Context: an optimization exercise on an open-source flow, tuned for small area, a short achievable clock period and few clock cycles per item. The choices shown serve that exercise and are no tape-out recipe. Function was not checked in any run shown here: the RTL went through the layout flow alone. No activity file was given, so power comes from the tool's default toggle rates.

==> flow/design.v, too long to show whole: its modules and the start of the top module <==
// module flow_hash: 651 lines
module flow_hash (
    input  wire         clk,
    input  wire         rst,         
    input  wire         in_valid,
    output wire         in_ready,
    input  wire [1:0]   in_op,       
    input  wire [3:0]   in_len,      
    input  wire         in_frag,     
    input  wire [31:0]  in_seed,
    input  wire [511:0] in_words,    
    output wire         out_valid,
    input  wire         out_ready,
    output wire [31:0]  out_hash
);
  // ...
==> flow/run.sh <==
#!/bin/bash
# synth_recipe.tcl (not shown) runs the flow's synth.tcl, then flattens the netlist and writes it again
# the make line also repeats each setting of config.mk as NAME=value (left out here)
make -C /OpenROAD-flow-scripts/flow DESIGN_CONFIG=/design/flow/config.mk WORK_HOME=/design/flow/orfs CLKGATE_MAP_FILE= SYNTH_SCRIPT=/design/flow/synth_recipe.tcl finish
==> flow/config.mk <==
export PLATFORM = sky130hd
export DESIGN_NAME = flow_hash
export DESIGN_NICKNAME = flow_hash
export VERILOG_FILES = /design/flow/design.v
export SDC_FILE = /design/flow/constraint.sdc
export NUM_CORES = 4
export LEC_CHECK = 0
export CAP_MARGIN = 20
export CORE_MARGIN = 2
export CORE_UTILIZATION = 40
export SLEW_MARGIN = 20
==> flow/constraint.sdc <==
create_clock -name core_clock -period 8.0 [get_ports {clk}]
set_input_delay 1.6000 -clock core_clock [delete_from_list [all_inputs] [get_ports {clk}]]
set_output_delay 1.6000 -clock core_clock [all_outputs]
set_load 0.01 [all_outputs]
==> reports/metrics.yaml, run 1 <==
status:
  outcome: "complete, no violations"
logic_synthesis:
  async_flop_share_pct: 0
  synthAdderAreaFrac_pct: 19.1
  synthXorXnorAreaFrac_pct: 21.7
  yosysWarnings: 1
  post-synth-top-count-cell: "nand2_1"
  yosys.area.top_type: "edfxtp_1"
layout:
  final_common_cell: "clkdlybuf4s50_1"
  final_cell_mix: "clkdlybuf4s50_1 (584), nand2_1 (465), xnor2_1 (343), inv_1 (316), ha_1 (221)"
  ff_latch_area_um2: 3630
  clock_area_share_pct: 1.66
  syn_to_final_growth_pct: 28.1
floorplanning:
  ios: 589
  nWellTaps: 855
grt:
  met3_usage_pct: 5.61
  grt_max_degree: 67
  grt.busiest_layer: "met2"
  grt_pass1_vias: 25000
power_and_ir_drop:
  clock_power_uw: 746
  power_frac_clock_pct: 6.3
  p_sw_mw: 5.55
  p_seq_mw: 1.92
  p_per_area_nw_per_um2: 352
drt:
  routed_via_density: 5.61
  route.met3.wl_um: 8960
clocking:
  cts_tree: "done"
  hold_buffers: 0
  cts_root_buf: "clkbuf_16"
  clk_latency_ns: 0.43
sta:
  final_max_slew_viol_count: 0
placement:
  gp_congestion: 1.03
hold_path:
  holdPathStages: 2
==> run 2: changes to the inputs <==
--- a/flow/design.v
+++ b/flow/design.v
@@ -30,18 +30,431 @@
     wire [31:0] w15 = in_words[511:480];
     wire op_hash = (in_op == 2'd0);
     wire op_hsy4 = (in_op == 2'd1);
     wire op_hsy6 = in_op[1];
     wire [15:0] sp4 = in_frag ? 16'd0 : w2[31:16];
     wire [15:0] dp4 = in_frag ? 16'd0 : w2[15:0];
     wire [15:0] sp6 = in_frag ? 16'd0 : w8[31:16];
     wire [15:0] dp6 = in_frag ? 16'd0 : w8[15:0];
-    wire keep4 = ({w0, sp4} <= {w1, dp4});
-    wire keep6 = ({w0, w1, w2, w3, sp6} <= {w4, w5, w6, w7, dp6});
+    wire [47:0]  ca4 = {w0, sp4};
+    wire [47:0]  cb4 = {w1, dp4};
+    wire [143:0] ca6 = {w0, w1, w2, w3, sp6};
+    wire [143:0] cb6 = {w4, w5, w6, w7, dp6};
+    wire gt4, gt6;
+    wire [47:0] c4_g0 = ca4 & ~cb4;
+    wire [47:0] c4_e0 = ~(ca4 ^ cb4);
+    wire [23:0] c4_g1, c4_e1;
+    assign c4_g1[0] = c4_g0[1] | (c4_e0[1] & c4_g0[0]);
+    assign c4_e1[0] = c4_e0[1] & c4_e0[0];
+    assign c4_g1[1] = c4_g0[3] | (c4_e0[3] & c4_g0[2]);
+    assign c4_e1[1] = c4_e0[3] & c4_e0[2];
+    assign c4_g1[2] = c4_g0[5] | (c4_e0[5] & c4_g0[4]);
+    assign c4_e1[2] = c4_e0[5] & c4_e0[4];
+    assign c4_g1[3] = c4_g0[7] | (c4_e0[7] & c4_g0[6]);
+    assign c4_e1[3] = c4_e0[7] & c4_e0[6];
+    assign c4_g1[4] = c4_g0[9] | (c4_e0[9] & c4_g0[8]);
+    assign c4_e1[4] = c4_e0[9] & c4_e0[8];
+    assign c4_g1[5] = c4_g0[11] | (c4_e0[11] & c4_g0[10]);
+    assign c4_e1[5] = c4_e0[11] & c4_e0[10];
+    assign c4_g1[6] = c4_g0[13] | (c4_e0[13] & c4_g0[12]);
+    assign c4_e1[6] = c4_e0[13] & c4_e0[12];
+    assign c4_g1[7] = c4_g0[15] | (c4_e0[15] & c4_g0[14]);
+    assign c4_e1[7] = c4_e0[15] & c4_e0[14];
+    assign c4_g1[8] = c4_g0[17] | (c4_e0[17] & c4_g0[16]);
+    assign c4_e1[8] = c4_e0[17] & c4_e0[16];
+    assign c4_g1[9] = c4_g0[19] | (c4_e0[19] & c4_g0[18]);
+    assign c4_e1[9] = c4_e0[19] & c4_e0[18];
+    assign c4_g1[10] = c4_g0[21] | (c4_e0[21] & c4_g0[20]);
+    assign c4_e1[10] = c4_e0[21] & c4_e0[20];
+    assign c4_g1[11] = c4_g0[23] | (c4_e0[23] & c4_g0[22]);
+    assign c4_e1[11] = c4_e0[23] & c4_e0[22];
+    assign c4_g1[12] = c4_g0[25] | (c4_e0[25] & c4_g0[24]);
+    assign c4_e1[12] = c4_e0[25] & c4_e0[24];
+    assign c4_g1[13] = c4_g0[27] | (c4_e0[27] & c4_g0[26]);
+    assign c4_e1[13] = c4_e0[27] & c4_e0[26];
+    assign c4_g1[14] = c4_g0[29] | (c4_e0[29] & c4_g0[28]);
+    assign c4_e1[14] = c4_e0[29] & c4_e0[28];
+    assign c4_g1[15] = c4_g0[31] | (c4_e0[31] & c4_g0[30]);
+    assign c4_e1[15] = c4_e0[31] & c4_e0[30];
+    assign c4_g1[16] = c4_g0[33] | (c4_e0[33] & c4_g0[32]);
+    assign c4_e1[16] = c4_e0[33] & c4_e0[32];
+    assign c4_g1[17] = c4_g0[35] | (c4_e0[35] & c4_g0[34]);
+    assign c4_e1[17] = c4_e0[35] & c4_e0[34];
+    assign c4_g1[18] = c4_g0[37] | (c4_e0[37] & c4_g0[36]);
+    assign c4_e1[18] = c4_e0[37] & c4_e0[36];
+    assign c4_g1[19] = c4_g0[39] | (c4_e0[39] & c4_g0[38]);
+    assign c4_e1[19] = c4_e0[39] & c4_e0[38];
+    assign c4_g1[20] = c4_g0[41] | (c4_e0[41] & c4_g0[40]);
+    assign c4_e1[20] = c4_e0[41] & c4_e0[40];
+    assign c4_g1[21] = c4_g0[43] | (c4_e0[43] & c4_g0[42]);
+    assign c4_e1[21] = c4_e0[43] & c4_e0[42];
+    assign c4_g1[22] = c4_g0[45] | (c4_e0[45] & c4_g0[44]);
+    assign c4_e1[22] = c4_e0[45] & c4_e0[44];
+    assign c4_g1[23] = c4_g0[47] | (c4_e0[47] & c4_g0[46]);
+    assign c4_e1[23] = c4_e0[47] & c4_e0[46];
+    wire [11:0] c4_g2, c4_e2;
+    assign c4_g2[0] = c4_g1[1] | (c4_e1[1] & c4_g1[0]);
+    assign c4_e2[0] = c4_e1[1] & c4_e1[0];
+    assign c4_g2[1] = c4_g1[3] | (c4_e1[3] & c4_g1[2]);
+    assign c4_e2[1] = c4_e1[3] & c4_e1[2];
+    assign c4_g2[2] = c4_g1[5] | (c4_e1[5] & c4_g1[4]);
+    assign c4_e2[2] = c4_e1[5] & c4_e1[4];
+    assign c4_g2[3] = c4_g1[7] | (c4_e1[7] & c4_g1[6]);
+    assign c4_e2[3] = c4_e1[7] & c4_e1[6];
+    assign c4_g2[4] = c4_g1[9] | (c4_e1[9] & c4_g1[8]);
+    assign c4_e2[4] = c4_e1[9] & c4_e1[8];
+    assign c4_g2[5] = c4_g1[11] | (c4_e1[11] & c4_g1[10]);
+    assign c4_e2[5] = c4_e1[11] & c4_e1[10];
+    assign c4_g2[6] = c4_g1[13] | (c4_e1[13] & c4_g1[12]);
+    assign c4_e2[6] = c4_e1[13] & c4_e1[12];
+    assign c4_g2[7] = c4_g1[15] | (c4_e1[15] & c4_g1[14]);
+    assign c4_e2[7] = c4_e1[15] & c4_e1[14];
+    assign c4_g2[8] = c4_g1[17] | (c4_e1[17] & c4_g1[16]);
+    assign c4_e2[8] = c4_e1[17] & c4_e1[16];
+    assign c4_g2[9] = c4_g1[19] | (c4_e1[19] & c4_g1[18]);
+    assign c4_e2[9] = c4_e1[19] & c4_e1[18];
+    assign c4_g2[10] = c4_g1[21] | (c4_e1[21] & c4_g1[20]);
+    assign c4_e2[10] = c4_e1[21] & c4_e1[20];
+    assign c4_g2[11] = c4_g1[23] | (c4_e1[23] & c4_g1[22]);
+    assign c4_e2[11] = c4_e1[23] & c4_e1[22];
+    wire [5:0] c4_g3, c4_e3;
+    assign c4_g3[0] = c4_g2[1] | (c4_e2[1] & c4_g2[0]);
+    assign c4_e3[0] = c4_e2[1] & c4_e2[0];
+    assign c4_g3[1] = c4_g2[3] | (c4_e2[3] & c4_g2[2]);
+    assign c4_e3[1] = c4_e2[3] & c4_e2[2];
+    assign c4_g3[2] = c4_g2[5] | (c4_e2[5] & c4_g2[4]);
+    assign c4_e3[2] = c4_e2[5] & c4_e2[4];
+    assign c4_g3[3] = c4_g2[7] | (c4_e2[7] & c4_g2[6]);
+    assign c4_e3[3] = c4_e2[7] & c4_e2[6];
+    assign c4_g3[4] = c4_g2[9] | (c4_e2[9] & c4_g2[8]);
+    assign c4_e3[4] = c4_e2[9] & c4_e2[8];
+    assign c4_g3[5] = c4_g2[11] | (c4_e2[11] & c4_g2[10]);
+    assign c4_e3[5] = c4_e2[11] & c4_e2[10];
+    wire [2:0] c4_g4, c4_e4;
+    assign c4_g4[0] = c4_g3[1] | (c4_e3[1] & c4_g3[0]);
+    assign c4_e4[0] = c4_e3[1] & c4_e3[0];
+    assign c4_g4[1] = c4_g3[3] | (c4_e3[3] & c4_g3[2]);
+    assign c4_e4[1] = c4_e3[3] & c4_e3[2];
+    assign c4_g4[2] = c4_g3[5] | (c4_e3[5] & c4_g3[4]);
+    assign c4_e4[2] = c4_e3[5] & c4_e3[4];
+    wire [1:0] c4_g5, c4_e5;
+    assign c4_g5[0] = c4_g4[1] | (c4_e4[1] & c4_g4[0]);
+    assign c4_e5[0] = c4_e4[1] & c4_e4[0];
+    assign c4_g5[1] = c4_g4[2];
+    assign c4_e5[1] = c4_e4[2];
+    wire [0:0] c4_g6, c4_e6;
+    assign c4_g6[0] = c4_g5[1] | (c4_e5[1] & c4_g5[0]);
+    assign c4_e6[0] = c4_e5[1] & c4_e5[0];
+    assign gt4 = c4_g6[0];
+    wire [143:0] c6_g0 = ca6 & ~cb6;
+    wire [143:0] c6_e0 = ~(ca6 ^ cb6);
+    wire [71:0] c6_g1, c6_e1;
+    assign c6_g1[0] = c6_g0[1] | (c6_e0[1] & c6_g0[0]);
+    assign c6_e1[0] = c6_e0[1] & c6_e0[0];
+    assign c6_g1[1] = c6_g0[3] | (c6_e0[3] & c6_g0[2]);
+    assign c6_e1[1] = c6_e0[3] & c6_e0[2];
+    assign c6_g1[2] = c6_g0[5] | (c6_e0[5] & c6_g0[4]);
+    assign c6_e1[2] = c6_e0[5] & c6_e0[4];
+    assign c6_g1[3] = c6_g0[7] | (c6_e0[7] & c6_g0[6]);
+    assign c6_e1[3] = c6_e0[7] & c6_e0[6];
+    assign c6_g1[4] = c6_g0[9] | (c6_e0[9] & c6_g0[8]);
+    assign c6_e1[4] = c6_e0[9] & c6_e0[8];
+    assign c6_g1[5] = c6_g0[11] | (c6_e0[11] & c6_g0[10]);
+    assign c6_e1[5] = c6_e0[11] & c6_e0[10];
+    assign c6_g1[6] = c6_g0[13] | (c6_e0[13] & c6_g0[12]);
+    assign c6_e1[6] = c6_e0[13] & c6_e0[12];
+    assign c6_g1[7] = c6_g0[15] | (c6_e0[15] & c6_g0[14]);
+    assign c6_e1[7] = c6_e0[15] & c6_e0[14];
+    assign c6_g1[8] = c6_g0[17] | (c6_e0[17] & c6_g0[16]);
+    assign c6_e1[8] = c6_e0[17] & c6_e0[16];
+    assign c6_g1[9] = c6_g0[19] | (c6_e0[19] & c6_g0[18]);
+    assign c6_e1[9] = c6_e0[19] & c6_e0[18];
+    assign c6_g1[10] = c6_g0[21] | (c6_e0[21] & c6_g0[20]);
+    assign c6_e1[10] = c6_e0[21] & c6_e0[20];
+    assign c6_g1[11] = c6_g0[23] | (c6_e0[23] & c6_g0[22]);
+    assign c6_e1[11] = c6_e0[23] & c6_e0[22];
+    assign c6_g1[12] = c6_g0[25] | (c6_e0[25] & c6_g0[24]);
+    assign c6_e1[12] = c6_e0[25] & c6_e0[24];
+    assign c6_g1[13] = c6_g0[27] | (c6_e0[27] & c6_g0[26]);
+    assign c6_e1[13] = c6_e0[27] & c6_e0[26];
+    assign c6_g1[14] = c6_g0[29] | (c6_e0[29] & c6_g0[28]);
+    assign c6_e1[14] = c6_e0[29] & c6_e0[28];
+    assign c6_g1[15] = c6_g0[31] | (c6_e0[31] & c6_g0[30]);
+    assign c6_e1[15] = c6_e0[31] & c6_e0[30];
+    assign c6_g1[16] = c6_g0[33] | (c6_e0[33] & c6_g0[32]);
+    assign c6_e1[16] = c6_e0[33] & c6_e0[32];
+    assign c6_g1[17] = c6_g0[35] | (c6_e0[35] & c6_g0[34]);
+    assign c6_e1[17] = c6_e0[35] & c6_e0[34];
+    assign c6_g1[18] = c6_g0[37] | (c6_e0[37] & c6_g0[36]);
+    assign c6_e1[18] = c6_e0[37] & c6_e0[36];
+    assign c6_g1[19] = c6_g0[39] | (c6_e0[39] & c6_g0[38]);
+    assign c6_e1[19] = c6_e0[39] & c6_e0[38];
+    assign c6_g1[20] = c6_g0[41] | (c6_e0[41] & c6_g0[40]);
+    assign c6_e1[20] = c6_e0[41] & c6_e0[40];
+    assign c6_g1[21] = c6_g0[43] | (c6_e0[43] & c6_g0[42]);
+    assign c6_e1[21] = c6_e0[43] & c6_e0[42];
+    assign c6_g1[22] = c6_g0[45] | (c6_e0[45] & c6_g0[44]);
+    assign c6_e1[22] = c6_e0[45] & c6_e0[44];
+    assign c6_g1[23] = c6_g0[47] | (c6_e0[47] & c6_g0[46]);
+    assign c6_e1[23] = c6_e0[47] & c6_e0[46];
+    assign c6_g1[24] = c6_g0[49] | (c6_e0[49] & c6_g0[48]);
+    assign c6_e1[24] = c6_e0[49] & c6_e0[48];
+    assign c6_g1[25] = c6_g0[51] | (c6_e0[51] & c6_g0[50]);
+    assign c6_e1[25] = c6_e0[51] & c6_e0[50];
+    assign c6_g1[26] = c6_g0[53] | (c6_e0[53] & c6_g0[52]);
+    assign c6_e1[26] = c6_e0[53] & c6_e0[52];
+    assign c6_g1[27] = c6_g0[55] | (c6_e0[55] & c6_g0[54]);
+    assign c6_e1[27] = c6_e0[55] & c6_e0[54];
+    assign c6_g1[28] = c6_g0[57] | (c6_e0[57] & c6_g0[56]);
+    assign c6_e1[28] = c6_e0[57] & c6_e0[56];
+    assign c6_g1[29] = c6_g0[59] | (c6_e0[59] & c6_g0[58]);
+    assign c6_e1[29] = c6_e0[59] & c6_e0[58];
+    assign c6_g1[30] = c6_g0[61] | (c6_e0[61] & c6_g0[60]);
+    assign c6_e1[30] = c6_e0[61] & c6_e0[60];
+    assign c6_g1[31] = c6_g0[63] | (c6_e0[63] & c6_g0[62]);
+    assign c6_e1[31] = c6_e0[63] & c6_e0[62];
+    assign c6_g1[32] = c6_g0[65] | (c6_e0[65] & c6_g0[64]);
+    assign c6_e1[32] = c6_e0[65] & c6_e0[64];
+    assign c6_g1[33] = c6_g0[67] | (c6_e0[67] & c6_g0[66]);
+    assign c6_e1[33] = c6_e0[67] & c6_e0[66];
+    assign c6_g1[34] = c6_g0[69] | (c6_e0[69] & c6_g0[68]);
+    assign c6_e1[34] = c6_e0[69] & c6_e0[68];
+    assign c6_g1[35] = c6_g0[71] | (c6_e0[71] & c6_g0[70]);
+    assign c6_e1[35] = c6_e0[71] & c6_e0[70];
+    assign c6_g1[36] = c6_g0[73] | (c6_e0[73] & c6_g0[72]);
+    assign c6_e1[36] = c6_e0[73] & c6_e0[72];
+    assign c6_g1[37] = c6_g0[75] | (c6_e0[75] & c6_g0[74]);
+    assign c6_e1[37] = c6_e0[75] & c6_e0[74];
+    assign c6_g1[38] = c6_g0[77] | (c6_e0[77] & c6_g0[76]);
+    assign c6_e1[38] = c6_e0[77] & c6_e0[76];
+    assign c6_g1[39] = c6_g0[79] | (c6_e0[79] & c6_g0[78]);
+    assign c6_e1[39] = c6_e0[79] & c6_e0[78];
+    assign c6_g1[40] = c6_g0[81] | (c6_e0[81] & c6_g0[80]);
+    assign c6_e1[40] = c6_e0[81] & c6_e0[80];
+    assign c6_g1[41] = c6_g0[83] | (c6_e0[83] & c6_g0[82]);
+    assign c6_e1[41] = c6_e0[83] & c6_e0[82];
+    assign c6_g1[42] = c6_g0[85] | (c6_e0[85] & c6_g0[84]);
+    assign c6_e1[42] = c6_e0[85] & c6_e0[84];
+    assign c6_g1[43] = c6_g0[87] | (c6_e0[87] & c6_g0[86]);
+    assign c6_e1[43] = c6_e0[87] & c6_e0[86];
+    assign c6_g1[44] = c6_g0[89] | (c6_e0[89] & c6_g0[88]);
+    assign c6_e1[44] = c6_e0[89] & c6_e0[88];
+    assign c6_g1[45] = c6_g0[91] | (c6_e0[91] & c6_g0[90]);
+    assign c6_e1[45] = c6_e0[91] & c6_e0[90];
+    assign c6_g1[46] = c6_g0[93] | (c6_e0[93] & c6_g0[92]);
+    assign c6_e1[46] = c6_e0[93] & c6_e0[92];
+    assign c6_g1[47] = c6_g0[95] | (c6_e0[95] & c6_g0[94]);
+    assign c6_e1[47] = c6_e0[95] & c6_e0[94];
+    assign c6_g1[48] = c6_g0[97] | (c6_e0[97] & c6_g0[96]);
+    assign c6_e1[48] = c6_e0[97] & c6_e0[96];
+    assign c6_g1[49] = c6_g0[99] | (c6_e0[99] & c6_g0[98]);
+    assign c6_e1[49] = c6_e0[99] & c6_e0[98];
+    assign c6_g1[50] = c6_g0[101] | (c6_e0[101] & c6_g0[100]);
+    assign c6_e1[50] = c6_e0[101] & c6_e0[100];
+    assign c6_g1[51] = c6_g0[103] | (c6_e0[103] & c6_g0[102]);
+    assign c6_e1[51] = c6_e0[103] & c6_e0[102];
+    assign c6_g1[52] = c6_g0[105] | (c6_e0[105] & c6_g0[104]);
+    assign c6_e1[52] = c6_e0[105] & c6_e0[104];
+    assign c6_g1[53] = c6_g0[107] | (c6_e0[107] & c6_g0[106]);
+    assign c6_e1[53] = c6_e0[107] & c6_e0[106];
+    assign c6_g1[54] = c6_g0[109] | (c6_e0[109] & c6_g0[108]);
+    assign c6_e1[54] = c6_e0[109] & c6_e0[108];
+    assign c6_g1[55] = c6_g0[111] | (c6_e0[111] & c6_g0[110]);
+    assign c6_e1[55] = c6_e0[111] & c6_e0[110];
+    assign c6_g1[56] = c6_g0[113] | (c6_e0[113] & c6_g0[112]);
+    assign c6_e1[56] = c6_e0[113] & c6_e0[112];
+    assign c6_g1[57] = c6_g0[115] | (c6_e0[115] & c6_g0[114]);
+    assign c6_e1[57] = c6_e0[115] & c6_e0[114];
+    assign c6_g1[58] = c6_g0[117] | (c6_e0[117] & c6_g0[116]);
+    assign c6_e1[58] = c6_e0[117] & c6_e0[116];
+    assign c6_g1[59] = c6_g0[119] | (c6_e0[119] & c6_g0[118]);
+    assign c6_e1[59] = c6_e0[119] & c6_e0[118];
+    assign c6_g1[60] = c6_g0[121] | (c6_e0[121] & c6_g0[120]);
+    assign c6_e1[60] = c6_e0[121] & c6_e0[120];
+    assign c6_g1[61] = c6_g0[123] | (c6_e0[123] & c6_g0[122]);
+    assign c6_e1[61] = c6_e0[123] & c6_e0[122];
+    assign c6_g1[62] = c6_g0[125] | (c6_e0[125] & c6_g0[124]);
+    assign c6_e1[62] = c6_e0[125] & c6_e0[124];
+    assign c6_g1[63] = c6_g0[127] | (c6_e0[127] & c6_g0[126]);
+    assign c6_e1[63] = c6_e0[127] & c6_e0[126];
+    assign c6_g1[64] = c6_g0[129] | (c6_e0[129] & c6_g0[128]);
+    assign c6_e1[64] = c6_e0[129] & c6_e0[128];
+    assign c6_g1[65] = c6_g0[131] | (c6_e0[131] & c6_g0[130]);
+    assign c6_e1[65] = c6_e0[131] & c6_e0[130];
+    assign c6_g1[66] = c6_g0[133] | (c6_e0[133] & c6_g0[132]);
+    assign c6_e1[66] = c6_e0[133] & c6_e0[132];
+    assign c6_g1[67] = c6_g0[135] | (c6_e0[135] & c6_g0[134]);
+    assign c6_e1[67] = c6_e0[135] & c6_e0[134];
+    assign c6_g1[68] = c6_g0[137] | (c6_e0[137] & c6_g0[136]);
+    assign c6_e1[68] = c6_e0[137] & c6_e0[136];
+    assign c6_g1[69] = c6_g0[139] | (c6_e0[139] & c6_g0[138]);
+    assign c6_e1[69] = c6_e0[139] & c6_e0[138];
+    assign c6_g1[70] = c6_g0[141] | (c6_e0[141] & c6_g0[140]);
+    assign c6_e1[70] = c6_e0[141] & c6_e0[140];
+    assign c6_g1[71] = c6_g0[143] | (c6_e0[143] & c6_g0[142]);
+    assign c6_e1[71] = c6_e0[143] & c6_e0[142];
+    wire [35:0] c6_g2, c6_e2;
+    assign c6_g2[0] = c6_g1[1] | (c6_e1[1] & c6_g1[0]);
+    assign c6_e2[0] = c6_e1[1] & c6_e1[0];
+    assign c6_g2[1] = c6_g1[3] | (c6_e1[3] & c6_g1[2]);
+    assign c6_e2[1] = c6_e1[3] & c6_e1[2];
+    assign c6_g2[2] = c6_g1[5] | (c6_e1[5] & c6_g1[4]);
+    assign c6_e2[2] = c6_e1[5] & c6_e1[4];
+    assign c6_g2[3] = c6_g1[7] | (c6_e1[7] & c6_g1[6]);
+    assign c6_e2[3] = c6_e1[7] & c6_e1[6];
+    assign c6_g2[4] = c6_g1[9] | (c6_e1[9] & c6_g1[8]);
+    assign c6_e2[4] = c6_e1[9] & c6_e1[8];
+    assign c6_g2[5] = c6_g1[11] | (c6_e1[11] & c6_g1[10]);
+    assign c6_e2[5] = c6_e1[11] & c6_e1[10];
+    assign c6_g2[6] = c6_g1[13] | (c6_e1[13] & c6_g1[12]);
+    assign c6_e2[6] = c6_e1[13] & c6_e1[12];
+    assign c6_g2[7] = c6_g1[15] | (c6_e1[15] & c6_g1[14]);
+    assign c6_e2[7] = c6_e1[15] & c6_e1[14];
+    assign c6_g2[8] = c6_g1[17] | (c6_e1[17] & c6_g1[16]);
+    assign c6_e2[8] = c6_e1[17] & c6_e1[16];
+    assign c6_g2[9] = c6_g1[19] | (c6_e1[19] & c6_g1[18]);
+    assign c6_e2[9] = c6_e1[19] & c6_e1[18];
+    assign c6_g2[10] = c6_g1[21] | (c6_e1[21] & c6_g1[20]);
+    assign c6_e2[10] = c6_e1[21] & c6_e1[20];
+    assign c6_g2[11] = c6_g1[23] | (c6_e1[23] & c6_g1[22]);
+    assign c6_e2[11] = c6_e1[23] & c6_e1[22];
+    assign c6_g2[12] = c6_g1[25] | (c6_e1[25] & c6_g1[24]);
+    assign c6_e2[12] = c6_e1[25] & c6_e1[24];
+    assign c6_g2[13] = c6_g1[27] | (c6_e1[27] & c6_g1[26]);
+    assign c6_e2[13] = c6_e1[27] & c6_e1[26];
+    assign c6_g2[14] = c6_g1[29] | (c6_e1[29] & c6_g1[28]);
+    assign c6_e2[14] = c6_e1[29] & c6_e1[28];
+    assign c6_g2[15] = c6_g1[31] | (c6_e1[31] & c6_g1[30]);
+    assign c6_e2[15] = c6_e1[31] & c6_e1[30];
+    assign c6_g2[16] = c6_g1[33] | (c6_e1[33] & c6_g1[32]);
+    assign c6_e2[16] = c6_e1[33] & c6_e1[32];
+    assign c6_g2[17] = c6_g1[35] | (c6_e1[35] & c6_g1[34]);
+    assign c6_e2[17] = c6_e1[35] & c6_e1[34];
+    assign c6_g2[18] = c6_g1[37] | (c6_e1[37] & c6_g1[36]);
+    assign c6_e2[18] = c6_e1[37] & c6_e1[36];
+    assign c6_g2[19] = c6_g1[39] | (c6_e1[39] & c6_g1[38]);
+    assign c6_e2[19] = c6_e1[39] & c6_e1[38];
+    assign c6_g2[20] = c6_g1[41] | (c6_e1[41] & c6_g1[40]);
+    assign c6_e2[20] = c6_e1[41] & c6_e1[40];
+    assign c6_g2[21] = c6_g1[43] | (c6_e1[43] & c6_g1[42]);
+    assign c6_e2[21] = c6_e1[43] & c6_e1[42];
+    assign c6_g2[22] = c6_g1[45] | (c6_e1[45] & c6_g1[44]);
+    assign c6_e2[22] = c6_e1[45] & c6_e1[44];
+    assign c6_g2[23] = c6_g1[47] | (c6_e1[47] & c6_g1[46]);
+    assign c6_e2[23] = c6_e1[47] & c6_e1[46];
+    assign c6_g2[24] = c6_g1[49] | (c6_e1[49] & c6_g1[48]);
+    assign c6_e2[24] = c6_e1[49] & c6_e1[48];
+    assign c6_g2[25] = c6_g1[51] | (c6_e1[51] & c6_g1[50]);
+    assign c6_e2[25] = c6_e1[51] & c6_e1[50];
+    assign c6_g2[26] = c6_g1[53] | (c6_e1[53] & c6_g1[52]);
+    assign c6_e2[26] = c6_e1[53] & c6_e1[52];
+    assign c6_g2[27] = c6_g1[55] | (c6_e1[55] & c6_g1[54]);
+    assign c6_e2[27] = c6_e1[55] & c6_e1[54];
+    assign c6_g2[28] = c6_g1[57] | (c6_e1[57] & c6_g1[56]);
+    assign c6_e2[28] = c6_e1[57] & c6_e1[56];
+    assign c6_g2[29] = c6_g1[59] | (c6_e1[59] & c6_g1[58]);
+    assign c6_e2[29] = c6_e1[59] & c6_e1[58];
+    assign c6_g2[30] = c6_g1[61] | (c6_e1[61] & c6_g1[60]);
+    assign c6_e2[30] = c6_e1[61] & c6_e1[60];
+    assign c6_g2[31] = c6_g1[63] | (c6_e1[63] & c6_g1[62]);
+    assign c6_e2[31] = c6_e1[63] & c6_e1[62];
+    assign c6_g2[32] = c6_g1[65] | (c6_e1[65] & c6_g1[64]);
+    assign c6_e2[32] = c6_e1[65] & c6_e1[64];
+    assign c6_g2[33] = c6_g1[67] | (c6_e1[67] & c6_g1[66]);
+    assign c6_e2[33] = c6_e1[67] & c6_e1[66];
+    assign c6_g2[34] = c6_g1[69] | (c6_e1[69] & c6_g1[68]);
+    assign c6_e2[34] = c6_e1[69] & c6_e1[68];
+    assign c6_g2[35] = c6_g1[71] | (c6_e1[71] & c6_g1[70]);
+    assign c6_e2[35] = c6_e1[71] & c6_e1[70];
+    wire [17:0] c6_g3, c6_e3;
+    assign c6_g3[0] = c6_g2[1] | (c6_e2[1] & c6_g2[0]);
+    assign c6_e3[0] = c6_e2[1] & c6_e2[0];
+    assign c6_g3[1] = c6_g2[3] | (c6_e2[3] & c6_g2[2]);
+    assign c6_e3[1] = c6_e2[3] & c6_e2[2];
+    assign c6_g3[2] = c6_g2[5] | (c6_e2[5] & c6_g2[4]);
+    assign c6_e3[2] = c6_e2[5] & c6_e2[4];
+    assign c6_g3[3] = c6_g2[7] | (c6_e2[7] & c6_g2[6]);
+    assign c6_e3[3] = c6_e2[7] & c6_e2[6];
+    assign c6_g3[4] = c6_g2[9] | (c6_e2[9] & c6_g2[8]);
+    assign c6_e3[4] = c6_e2[9] & c6_e2[8];
+    assign c6_g3[5] = c6_g2[11] | (c6_e2[11] & c6_g2[10]);
+    assign c6_e3[5] = c6_e2[11] & c6_e2[10];
+    assign c6_g3[6] = c6_g2[13] | (c6_e2[13] & c6_g2[12]);
+    assign c6_e3[6] = c6_e2[13] & c6_e2[12];
+    assign c6_g3[7] = c6_g2[15] | (c6_e2[15] & c6_g2[14]);
+    assign c6_e3[7] = c6_e2[15] & c6_e2[14];
+    assign c6_g3[8] = c6_g2[17] | (c6_e2[17] & c6_g2[16]);
+    assign c6_e3[8] = c6_e2[17] & c6_e2[16];
+    assign c6_g3[9] = c6_g2[19] | (c6_e2[19] & c6_g2[18]);
+    assign c6_e3[9] = c6_e2[19] & c6_e2[18];
+    assign c6_g3[10] = c6_g2[21] | (c6_e2[21] & c6_g2[20]);
+    assign c6_e3[10] = c6_e2[21] & c6_e2[20];
+    assign c6_g3[11] = c6_g2[23] | (c6_e2[23] & c6_g2[22]);
+    assign c6_e3[11] = c6_e2[23] & c6_e2[22];
+    assign c6_g3[12] = c6_g2[25] | (c6_e2[25] & c6_g2[24]);
+    assign c6_e3[12] = c6_e2[25] & c6_e2[24];
+    assign c6_g3[13] = c6_g2[27] | (c6_e2[27] & c6_g2[26]);
+    assign c6_e3[13] = c6_e2[27] & c6_e2[26];
+    assign c6_g3[14] = c6_g2[29] | (c6_e2[29] & c6_g2[28]);
+    assign c6_e3[14] = c6_e2[29] & c6_e2[28];
+    assign c6_g3[15] = c6_g2[31] | (c6_e2[31] & c6_g2[30]);
+    assign c6_e3[15] = c6_e2[31] & c6_e2[30];
+    assign c6_g3[16] = c6_g2[33] | (c6_e2[33] & c6_g2[32]);
+    assign c6_e3[16] = c6_e2[33] & c6_e2[32];
+    assign c6_g3[17] = c6_g2[35] | (c6_e2[35] & c6_g2[34]);
+    assign c6_e3[17] = c6_e2[35] & c6_e2[34];
+    wire [8:0] c6_g4, c6_e4;
+    assign c6_g4[0] = c6_g3[1] | (c6_e3[1] & c6_g3[0]);
+    assign c6_e4[0] = c6_e3[1] & c6_e3[0];
+    assign c6_g4[1] = c6_g3[3] | (c6_e3[3] & c6_g3[2]);
+    assign c6_e4[1] = c6_e3[3] & c6_e3[2];
+    assign c6_g4[2] = c6_g3[5] | (c6_e3[5] & c6_g3[4]);
+    assign c6_e4[2] = c6_e3[5] & c6_e3[4];
+    assign c6_g4[3] = c6_g3[7] | (c6_e3[7] & c6_g3[6]);
+    assign c6_e4[3] = c6_e3[7] & c6_e3[6];
+    assign c6_g4[4] = c6_g3[9] | (c6_e3[9] & c6_g3[8]);
+    assign c6_e4[4] = c6_e3[9] & c6_e3[8];
+    assign c6_g4[5] = c6_g3[11] | (c6_e3[11] & c6_g3[10]);
+    assign c6_e4[5] = c6_e3[11] & c6_e3[10];
+    assign c6_g4[6] = c6_g3[13] | (c6_e3[13] & c6_g3[12]);
+    assign c6_e4[6] = c6_e3[13] & c6_e3[12];
+    assign c6_g4[7] = c6_g3[15] | (c6_e3[15] & c6_g3[14]);
+    assign c6_e4[7] = c6_e3[15] & c6_e3[14];
+    assign c6_g4[8] = c6_g3[17] | (c6_e3[17] & c6_g3[16]);
+    assign c6_e4[8] = c6_e3[17] & c6_e3[16];
+    wire [4:0] c6_g5, c6_e5;
+    assign c6_g5[0] = c6_g4[1] | (c6_e4[1] & c6_g4[0]);
+    assign c6_e5[0] = c6_e4[1] & c6_e4[0];
+    assign c6_g5[1] = c6_g4[3] | (c6_e4[3] & c6_g4[2]);
+    assign c6_e5[1] = c6_e4[3] & c6_e4[2];
+    assign c6_g5[2] = c6_g4[5] | (c6_e4[5] & c6_g4[4]);
+    assign c6_e5[2] = c6_e4[5] & c6_e4[4];
+    assign c6_g5[3] = c6_g4[7] | (c6_e4[7] & c6_g4[6]);
+    assign c6_e5[3] = c6_e4[7] & c6_e4[6];
+    assign c6_g5[4] = c6_g4[8];
+    assign c6_e5[4] = c6_e4[8];
+    wire [2:0] c6_g6, c6_e6;
+    assign c6_g6[0] = c6_g5[1] | (c6_e5[1] & c6_g5[0]);
+    assign c6_e6[0] = c6_e5[1] & c6_e5[0];
+    assign c6_g6[1] = c6_g5[3] | (c6_e5[3] & c6_g5[2]);
+    assign c6_e6[1] = c6_e5[3] & c6_e5[2];
+    assign c6_g6[2] = c6_g5[4];
+    assign c6_e6[2] = c6_e5[4];
+    wire [1:0] c6_g7, c6_e7;
+    assign c6_g7[0] = c6_g6[1] | (c6_e6[1] & c6_g6[0]);
+    assign c6_e7[0] = c6_e6[1] & c6_e6[0];
+    assign c6_g7[1] = c6_g6[2];
+    assign c6_e7[1] = c6_e6[2];
+    wire [0:0] c6_g8, c6_e8;
+    assign c6_g8[0] = c6_g7[1] | (c6_e7[1] & c6_g7[0]);
+    assign c6_e8[0] = c6_e7[1] & c6_e7[0];
+    assign gt6 = c6_g8[0];
+    wire keep4 = ~gt4;
+    wire keep6 = ~gt6;
     wire swap4 = op_hsy4 & ~keep4;
     wire swap6 = op_hsy6 & ~keep6;
     wire [3:0] nm1 = op_hash ? in_len : (op_hsy4 ? 4'd3 : 4'd9);
     wire [31:0] e0 = w0;
     wire en1 = (op_hash & (in_len >= 4'd1)) | op_hsy4 | op_hsy6;
     wire [31:0] e1 = en1 ? w1 : 32'd0;
     wire en2 = (op_hash & (in_len >= 4'd2)) | ((op_hsy4 | op_hsy6) & ~in_frag) | (op_hsy6 & in_frag);
     wire [31:0] e2 = en2 ? w2 : 32'd0;
==> flow/config.mk (replaced) <==
export PLATFORM = sky130hd
export DESIGN_NAME = flow_hash
export DESIGN_NICKNAME = flow_hash
export VERILOG_FILES = /design/flow/design.v
export SDC_FILE = /design/flow/constraint.sdc
export NUM_CORES = 4
export LEC_CHECK = 0
export ABC_CLOCK_PERIOD_IN_PS = 3500
export CAP_MARGIN = 20
export CORE_MARGIN = 2
export CORE_UTILIZATION = 40
export SETUP_SLACK_MARGIN = 4.4
export SLEW_MARGIN = 20
export TNS_END_PERCENT = 100
==> reports/metrics.yaml, run 2 <==
hold_path:
  hp-start: "v2"
  hold_path.class: "reg2reg"
logic_synthesis:
  async_flop_share_pct: 0  # unchanged
  yosysWarnings: 1  # unchanged
  yosys_most_used_dff: "edfxtp_1"
  synthDistinctLibCells: 72
  syn_area_um2: 23900
  post-synth-top-count-cell: "xnor2_1"
  yosys.area.top_type: "xnor2_1"
  synth_area_leaders: "xnor2_1 (15%), edfxtp_1 (15%), ha_1 (12%), fa_1 (9.4%), xor2_1 (6.9%)"
  postSynthCellCount: 2755
  avgSynthCellArea_um2: 8.69
  ys_seq_elements: 122
  synth_nets: 3643
  synth_seq_area_share_pct: 15.2
  synth_commonest_cells: "xnor2_1 (422), nand2_1 (415), inv_1 (308)"
  synth_edf_count: 119
  synth_top_area_share_pct: 15.4
drt:
  drt_iter0_markers: 2660
  routed_via_density: 5.74  # +2.3%
  wl_met2_um: 55100
  wirelength_um: 123000
  ant_nets: 0
  routedLengthMet1_um: 48500
  route.met3.wl_um: 11300  # +27%
  top_layer: "met5"
  wire_per_inst_um: 28.5
  dr_total_vias: 24700
  drcViolationCount: 0
  drtPass1Iterations: 23
grt:
  grt-ovfl-total: 0
  grt_pass1_vias: 25400  # +2.0%
  grt_usage_pct: 38.8
  antenna_found_initial: 9
  grt_first_pass_wirelength_um: 174000
  grt_max_degree: 74  # +10%
clocking:
  hold_buffers: 0  # unchanged
  path_clk_slew_ns: 0.06
  cts_root_buf: "clkbuf_16"
  htreeDepth: 4
  clk_latency_ns: 0.45  # +0.02 ns
  numCtsBuffers: 17
  cts_tree: "done"
  cts_sinks: 122
  clockBufferDepth: 2
floorplanning:
  start_util_pct: 40.5
  fp.dieH_um: 249
  ios: 589  # unchanged
  fp.dieW_um: 249
  rows: 89
  die_area_um2: 61800
  core-area_um2: 59100
layout:
  largestRegisters: "g1: 32 flops, res: 32 flops, s2: 32 flops"
  syn_to_final_growth_pct: 51.2
  num-fill-cells: 5121
  final_cell_mix: "nand2_1 (409), xnor2_1 (393), clkdlybuf4s50_1 (331), inv_1 (193), xor2_1 (186)"
  layout-drive-gt1-share_pct: 27.4
  final_common_cell: "nand2_1"
  final_nets: 4396
critical_path:
  path_class: "reg2reg"
  cp-end-kind: "flop"
  crit_path_start_kind: "flop"
  cp_common_cell: "xnor2_1"
  path_buf_inv: 4
  crit_fanout: 5
  cp_slowest_cell: "fa_2"
  r2r-start: "n1[1]"
  path_cells: "buf_12 -> buf_6 -> mux4_2 -> mux2_4 -> o21ai_4 -> inv_2 -> fa_1 -> inv_1 -> fa_2 -> fa_2 -> fa_1 -> fa_2 -> xnor2_2 -> xnor2_1 -> xnor2_1 -> xnor2_1 -> xnor2_1 -> xnor2_1 -> xnor2_1"
  cp.required_ns: 8.19
  critical_path_arrival_ns: 5.49
  worst_path_largest_cell_delay_ns: 0.56
  crit_start: "n1[1]"
  path_delay_family: "adder cells"
power_and_ir_drop:
  p_per_area_nw_per_um2: 379  # +7.6%
  p_total_mw: 13.7
  p_sw_mw: 6.42  # +16%
  ir_worst_vdd_mv: 0.746
  p_sw_share_pct: 46.8
  comb_power_share_pct: 79.9
  power_frac_clock_pct: 5.6  # -0.7 points
  p_leak_nw: 14.9
  pwr-share-seq_pct: 14.5
  p_int_mw: 7.31
sta:
  fin_crit_ns: 5.30
  fin_crit_sh_pct: 66.2
  worstMarginPinSlew_ns: 0.945
  setup_violations: 0
  skew_ns: 0.0121
  finalHoldViolations: 0
  timing.max_slew.rel_slack_pct: 36.9
  final_max_slew_viol_count: 0  # unchanged
  fmax_mhz: 189
  setup_tns_ns: 0
  rsz0062_at_grt: "true"
placement:
  gp_congestion: 1.07  # +4.1%
  dp_hpwl_um: 98400
  port_buffers: 588
status:
  outcome: "complete, no violations"
run:
  drv_cap: 0
-- run 2: cell count changes in the layout (fill, tap and decap cells not counted), sizes merged, moves of 29 or more --
cell	change
nor2b	-41
dlygate4sd2	+147
xnor2	+80
o211ai	-35
nand3	-59
or4	-29
clkdlybuf4s15	+50
buf	+241
nor4	-33
clkdlybuf4s50	-253
mux2i	-62
nand2	-52
a211oi	+80
-- run 2: cells by family (layout without fill, tap and decap cells) --
kind of cell / Yosys count / in the layout / synth area share, %
buf+inv: 412 / 1172 / 6.73
xor+xnor: 651 / 651 / 26.0
simple gates: 723 / 727 / 13.6
compound gates: 446 / 448 / 13.0
other cells: 0 / 5 / 0
mux: 68 / 68 / 4.61
fa+ha+maj: 333 / 333 / 20.9
flops: 122 / 122 / 15.2
-- run 2: metal layers --
metal	track usage (%)	vias up
li1	-	10800
met1	49.8	11900
met2	62.0	1569
met3	7.16	376
met4	20.7	4
met5	0	-
-- run 2: power by group through the flow --
stage	Clock, mW	Sequential [mW]	Combinational, mW
floorplan	0	1.92	6.51
finish	0.765	1.99	11.0
CTS	0.778	1.98	10.7
detailed placement	0	1.99	9.83
global route	0.805	2.01	12.2
global placement	0	1.99	9.72
-- run 2: per-stage QoR --
| stage | area [µm²] | cells | worst slack [ns] | utilization, % | hold WS [ns] |
|---|---|---|---|---|---|
| after floorplan | 24800 | 2755 | 2.78 | - | 0.440 |
| after global placement | 31300 | 4041 | 1.73 | 52.9 | 0.465 |
| after detailed placement | 31300 | 4041 | 1.65 | 52.9 | 0.481 |
| after CTS | 35500 | 4248 | 2.64 | 60.1 | 0.493 |
| after global routing | 36200 | 4296 | 2.52 | 61.2 | 0.527 |
| final | 36200 | 4299 | 2.70 | 61.3 | 0.503 |
-- run 2: path summary, 6_finish.rpt --
check / endpoint / slack [ns] / depth (start not counted)
min: ov / 0.50 / 2
max: s2[31] / 2.70 / 19
max reg2reg: s2[31] / 2.70 / 19
min reg2reg: ov / 0.50 / 2
-- run 2: cell type report --
| type | instances | area, µm² | area share [%] |
|---|---|---|---|
| Multi-Input combinational cell | 2227 | 21600 | 59.6 |
| Timing Repair Buffer | 831 | 8180 | 22.6 |
| Sequential cell | 122 | 3630 | 10.0 |
| Inverter | 308 | 1240 | 3.43 |
| Tap cell | 773 | 967 | 2.67 |
| Clock buffer | 18 | 429 | 1.18 |
| Clock inverter | 14 | 146 | 0.404 |
| Antenna cell | 5 | 12.5 | 0.0345 |
| Timing Repair inverter | 1 | 7.51 | 0.0207 |
-- run 2: worst register-to-register path, stage by stage (launching register included) --
cell and delay (ns):
edfxtp_1 0.40, buf_12 0.15, buf_6 0.10, mux4_2 0.50, mux2_4 0.30, o21ai_4 0.17, inv_2 0.06, fa_1 0.50
inv_1 0.06, fa_2 0.37, fa_2 0.56, fa_1 0.44, fa_2 0.37, xnor2_2 0.14, xnor2_1 0.19, xnor2_1 0.15
xnor2_1 0.16, xnor2_1 0.16, xnor2_1 0.16, xnor2_1 0.09
-- run 2: repair_timing --
item | 4_1_cts | 5_1_grt
buffers inserted | 152 | 46
gates cloned | 23 | 0
setup endpoints to repair | 111 | 74
pin swaps | 176 | 78
resized for setup | 1016 | 101

afterwards: timing with drivers on the ports:
The flow's constraints put no driver on any port. The routed layouts listed below were extracted and timed again, unchanged, in two steps.
Step 1, drivers: a clkbuf_16 drives clk and a buf_2 each remaining input, both assumed.
Step 2 times the ports against the registers' clock, not the clock port: input delays grow and output delays shrink by t, the midpoint of the rising clock arrivals with the driver on.
Slacks: no drivers / after step 1 / after step 2; pairs: no drivers / after step 1.
run | t, ns | slack for setup (ns) | latest minus earliest clock arrival (ns) | pins driven straight from the clock port
run 1 | 0.473 | 1.580 / 1.581 / 1.132 | 0.007 / 0.007 | 1
run 2 | 0.504 | 2.704 / 2.704 / 2.704 | 0.012 / 0.012 | 1
After both steps setup and hold are still met in every run listed. For run 1, which loses most, drivers alone change the setup slack by +0.001 ns; drivers and shift together by -0.448 ns.
